Source: an optimization exercise on an open RTL-to-GDS flow (aim: small area, a short achievable clock period and few clock cycles). Production flows keep margins and buffers that such runs may drop. Function was checked by simulation only, so behaviour that the tests miss may differ from the original. No activity file was given, so power comes from the tool's default toggle rates.

==> inputs of exp/tundra <==
## cv_unit
module cv_unit (
    input  wire        clk,
    input  wire        rst,           
    input  wire        engine_held,   
    input  wire        req_valid,
    output wire        req_ready,
    input  wire        req_write,
    input  wire [11:0] req_addr,      
    input  wire [1:0]  req_size,      
    input  wire [63:0] req_wdata,     
    output reg         rsp_valid,
    output reg  [63:0] rsp_rdata,
    output reg         host_event
);
==> module cv_unit, before the edit <==
module cv_unit (
    input  wire        clk,
    input  wire        rst,           
    input  wire        engine_held,   
    input  wire        req_valid,
    output wire        req_ready,
    input  wire        req_write,
    input  wire [11:0] req_addr,      
    input  wire [1:0]  req_size,      
    input  wire [63:0] req_wdata,     
    output reg         rsp_valid,
    output reg  [63:0] rsp_rdata,
    output reg         host_event
);
    reg  [1:0]  poly;
    reg         use_seed;
    reg  [63:0] seed;
    reg  [63:0] state;              
    reg  [63:0] count;
    reg         p_k1, p_k2, p_k4;   
    reg  [31:0] p_w;                
    reg  [3:0]  p_b1;               
    reg  [1:0]  p_b2;               
    reg         p_restart;
    reg         p_hold;             
    assign req_ready = 1'b1;
    wire       d_event, d_read, d_restart, d_config, d_seed_lo, d_seed_hi;
    wire       d_k1, d_k2, d_k4;
    wire [3:0] d_b1;
    wire [1:0] d_b2;
    wire [6:0] d_sel;
    cv_unit_decode u_decode (
        .rst(rst), .engine_held(engine_held), .req_valid(req_valid),
        .req_write(req_write), .req_addr(req_addr), .req_size(req_size),
        .cfg_bad(req_wdata[2]), .poly(poly),
        .event_o(d_event), .read_o(d_read), .restart_o(d_restart), .config_o(d_config),
        .seed_lo_o(d_seed_lo), .seed_hi_o(d_seed_hi),
        .k1_o(d_k1), .k2_o(d_k2), .k4_o(d_k4), .b1_o(d_b1), .b2_o(d_b2), .sel_o(d_sel)
    );
    wire [63:0] state_next, count_next;
    cv_unit_crc u_crc (
        .state(state), .poly(poly), .use_seed(use_seed), .seed(seed),
        .k1(p_k1), .k2(p_k2), .k4(p_k4), .b1(p_b1), .b2(p_b2), .w(p_w),
        .restart(p_restart), .hold(p_hold), .state_next(state_next)
    );
    assign count_next = {64{!p_restart}} & (count + {61'h0, p_k4, p_k2, p_k1});
    wire [63:0] rdata_next;
    cv_unit_rdata u_rdata (
        .sel(d_sel), .state_next(state_next), .count_next(count_next), .seed(seed),
        .poly(poly), .use_seed(use_seed), .engine_held(engine_held), .rdata(rdata_next)
    );
    always @(posedge clk) begin
        state     <= state_next;
        count     <= count_next;
        p_w       <= req_wdata[31:0];
        rsp_rdata <= rdata_next;
    end
    always @(posedge clk) begin
        if (rst) begin
            poly       <= 2'd1;
            use_seed   <= 1'b0;
            seed       <= 64'h0;
            p_k1       <= 1'b0;
            p_k2       <= 1'b0;
            p_k4       <= 1'b0;
            p_b1       <= 4'h0;
            p_b2       <= 2'h0;
            p_restart  <= 1'b1;
            p_hold     <= 1'b0;
            rsp_valid  <= 1'b0;
            host_event <= 1'b0;
        end else begin
            host_event <= d_event;
            rsp_valid  <= d_read;
            p_k1       <= d_k1;
            p_k2       <= d_k2;
            p_k4       <= d_k4;
            p_b1       <= d_b1;
            p_b2       <= d_b2;
            p_restart  <= d_restart;
            p_hold     <= !d_restart && !d_k1 && !d_k2 && !d_k4;
            if (d_config) begin
                poly     <= req_wdata[1:0];
                use_seed <= req_wdata[8];
            end
            if (d_seed_lo) seed[31:0]  <= req_wdata[31:0];
            if (d_seed_hi) seed[63:32] <= req_wdata[63:32];
        end
    end
endmodule
==> module cv_unit_rdata, before the edit <==
module cv_unit_rdata (
    input  wire [6:0]  sel,
    input  wire [63:0] state_next,
    input  wire [63:0] count_next,
    input  wire [63:0] seed,
    input  wire [1:0]  poly,
    input  wire        use_seed,
    input  wire        engine_held,
    output wire [63:0] rdata
);
    assign rdata = {64{sel[0]}} & {55'h0, use_seed, 6'h0, poly} |
                   {64{sel[1]}} & seed |
                   {64{sel[2]}} & {32'h0, ~state_next[39:32], ~state_next[47:40],
                                          ~state_next[55:48], ~state_next[63:56]} |
                   {64{sel[3]}} & state_next |
                   {64{sel[4]}} & {48'h0, state_next[63:48]} |
                   {64{sel[5]}} & count_next |
                   {64{sel[6]}} & {62'h0, engine_held, 1'b0};
endmodule
Settings: LEC_CHECK=0, CAP_MARGIN=20, CORE_MARGIN=2, CORE_UTILIZATION=40, SETUP_SLACK_MARGIN=5, SLEW_MARGIN=20, SYNTH_HIERARCHICAL=1; clock period 10.0 ns.
run.sh (not shown) runs the stock make flow with config.mk's settings and CLKGATE_MAP_FILE= SYNTH_SCRIPT=/design/flow/synth_recipe.tcl, a recipe that flattens the netlist after the stock synthesis.
==> exp/nickel: changes against exp/tundra <==
--- a/flow/design.v
+++ b/flow/design.v
@@ -11,3 +11,3 @@
     output reg         rsp_valid,
-    output reg  [63:0] rsp_rdata,
+    output wire [63:0] rsp_rdata,
     output reg         host_event
@@ -25,2 +25,4 @@
     reg         p_hold;             
+    reg  [6:0]  r_sel;
+    reg         r_held;
     assign req_ready = 1'b1;
@@ -46,6 +48,5 @@
     assign count_next = {64{!p_restart}} & (count + {61'h0, p_k4, p_k2, p_k1});
-    wire [63:0] rdata_next;
     cv_unit_rdata u_rdata (
-        .sel(d_sel), .state_next(state_next), .count_next(count_next), .seed(seed),
-        .poly(poly), .use_seed(use_seed), .engine_held(engine_held), .rdata(rdata_next)
+        .sel(r_sel), .state(state), .count(count), .seed(seed),
+        .poly(poly), .use_seed(use_seed), .held(r_held), .rdata(rsp_rdata)
     );
@@ -55,3 +56,4 @@
         p_w       <= req_wdata[31:0];
-        rsp_rdata <= rdata_next;
+        r_sel     <= d_sel;
+        r_held    <= engine_held;
     end
@@ -577,4 +579,4 @@
     input  wire [6:0]  sel,
-    input  wire [63:0] state_next,
-    input  wire [63:0] count_next,
+    input  wire [63:0] state,
+    input  wire [63:0] count,
     input  wire [63:0] seed,
@@ -582,3 +584,3 @@
     input  wire        use_seed,
-    input  wire        engine_held,
+    input  wire        held,
     output wire [63:0] rdata
@@ -587,8 +589,7 @@
                    {64{sel[1]}} & seed |
-                   {64{sel[2]}} & {32'h0, ~state_next[39:32], ~state_next[47:40],
-                                          ~state_next[55:48], ~state_next[63:56]} |
-                   {64{sel[3]}} & state_next |
-                   {64{sel[4]}} & {48'h0, state_next[63:48]} |
-                   {64{sel[5]}} & count_next |
-                   {64{sel[6]}} & {62'h0, engine_held, 1'b0};
+                   {64{sel[2]}} & {32'h0, ~state[39:32], ~state[47:40], ~state[55:48], ~state[63:56]} |
+                   {64{sel[3]}} & state |
+                   {64{sel[4]}} & {48'h0, state[63:48]} |
+                   {64{sel[5]}} & count |
+                   {64{sel[6]}} & {62'h0, held, 1'b0};
 endmodule
==> flow/flow/run.sh (new file) <==
#!/bin/bash
set -euo pipefail
bash standard.sh SETUP_SLACK_MARGIN=6.5 finish > flow_make.log 2>&1
==> flow/standard.sh (new file) <==
#!/bin/bash
# synth_recipe.tcl (not shown) runs the flow's synth.tcl, then flattens the netlist and writes it again
# the make line also repeats each setting of config.mk as NAME=value (left out here)
make -C /OpenROAD-flow-scripts/flow DESIGN_CONFIG=/design/flow/config.mk WORK_HOME=/design/flow/orfs CLKGATE_MAP_FILE= SYNTH_SCRIPT=/design/flow/synth_recipe.tcl "${@:-finish}"
--- a/flow/config.mk
+++ b/flow/config.mk
@@ -10,3 +10,2 @@
 export CORE_UTILIZATION = 40
-export SETUP_SLACK_MARGIN = 5
 export SLEW_MARGIN = 20
removed: flow/run.sh
==> qor summary <==
item                                                                             exp/tundra               exp/nickel
GR Util met2                                                                          0.547                    0.599
Routed WL per cell                                                                  34.3 um                  36.4 um
Fraction of area in multi-input gates                                                 0.618                    0.612
Length of routed met2 wiring                                                      48,100 um                50,000 um
First-pass detailed-route iteration total                                                10                       13
Pwr Total                                                                           2.75 mW                  2.54 mW
Outcome                                                             complete, no violations  complete, no violations
Multiplexer share of the synthesized area                                            0.0326                   0.0343
Smallest setup slack after layout                                                   4.92 ns                  5.95 ns
Data required time at the worst endpoint                                           10.47 ns                 10.51 ns
Power share of the sequential group                                                   0.475                    0.451
Initial core utilization                                                              0.406                    0.406
Proportion of cell area occupied by registers                                         0.224                    0.161
Instance count after placement with tap cells included                                3,328                    3,269
Highest cell delay on the worst timing path                                         0.84 ns                  0.90 ns
Library cell occupying the most area in the post-synthesis netlist                  dfxtp_1                  xnor2_1
Post-cts repair resize count                                                             22                      571
Maximum clock frequency                                                           0.197 GHz                0.247 GHz
Switching power                                                                    0.728 mW                 0.762 mW
Worst R2R End                                                                 rsp_rdata[35]                state[55]
Inverters excl. clock                                                                    46                       47
Vias per std cell                                                                      6.17                     6.39
Met3 wire length                                                                  14,100 um                19,600 um
Testbench counts of exp/tundra, summed over its fixed seeds: cycles 13,195.
Testbench counts of exp/nickel, summed over its fixed seeds: cycles 13,195.

## separate check: timing with driven ports
In the flow no input, the clock included, has a driving cell. The finished layouts below were timed again as built, in two steps.
Step 1 (the two cells are an assumption about what drives the block):
set clk [get_ports {clk}]
set_driving_cell -lib_cell sky130_fd_sc_hd__clkbuf_16 $clk
set_driving_cell -lib_cell sky130_fd_sc_hd__buf_2 [delete_from_list [all_inputs] $clk]
Step 2 adds t to the input delays and takes it off the output delays; t is the mean of the earliest and latest rising clock arrival at the registers after step 1. Input paths then give back, and output paths get back, about the clock's delay inside the block.
Three values: no drivers, after step 1, after step 2; two values: the first two.
| run | t, ns | setup slack, ns | worst setup path at the end | worst data-port slew with drivers (ns) | cell pins on the clock port's net |
|---|---|---|---|---|---|
| exp/tundra | 0.634 | 4.923 / 4.922 / 4.681 | input to register | 0.05 | 1 |
| exp/nickel | 0.644 | 5.951 / 5.951 / 5.951 | register to register | 0.06 | 1 |
After both steps every run listed still meets setup and hold. For exp/tundra, which loses most, drivers alone change the setup slack by -0.001 ns; drivers and shift together by -0.242 ns.
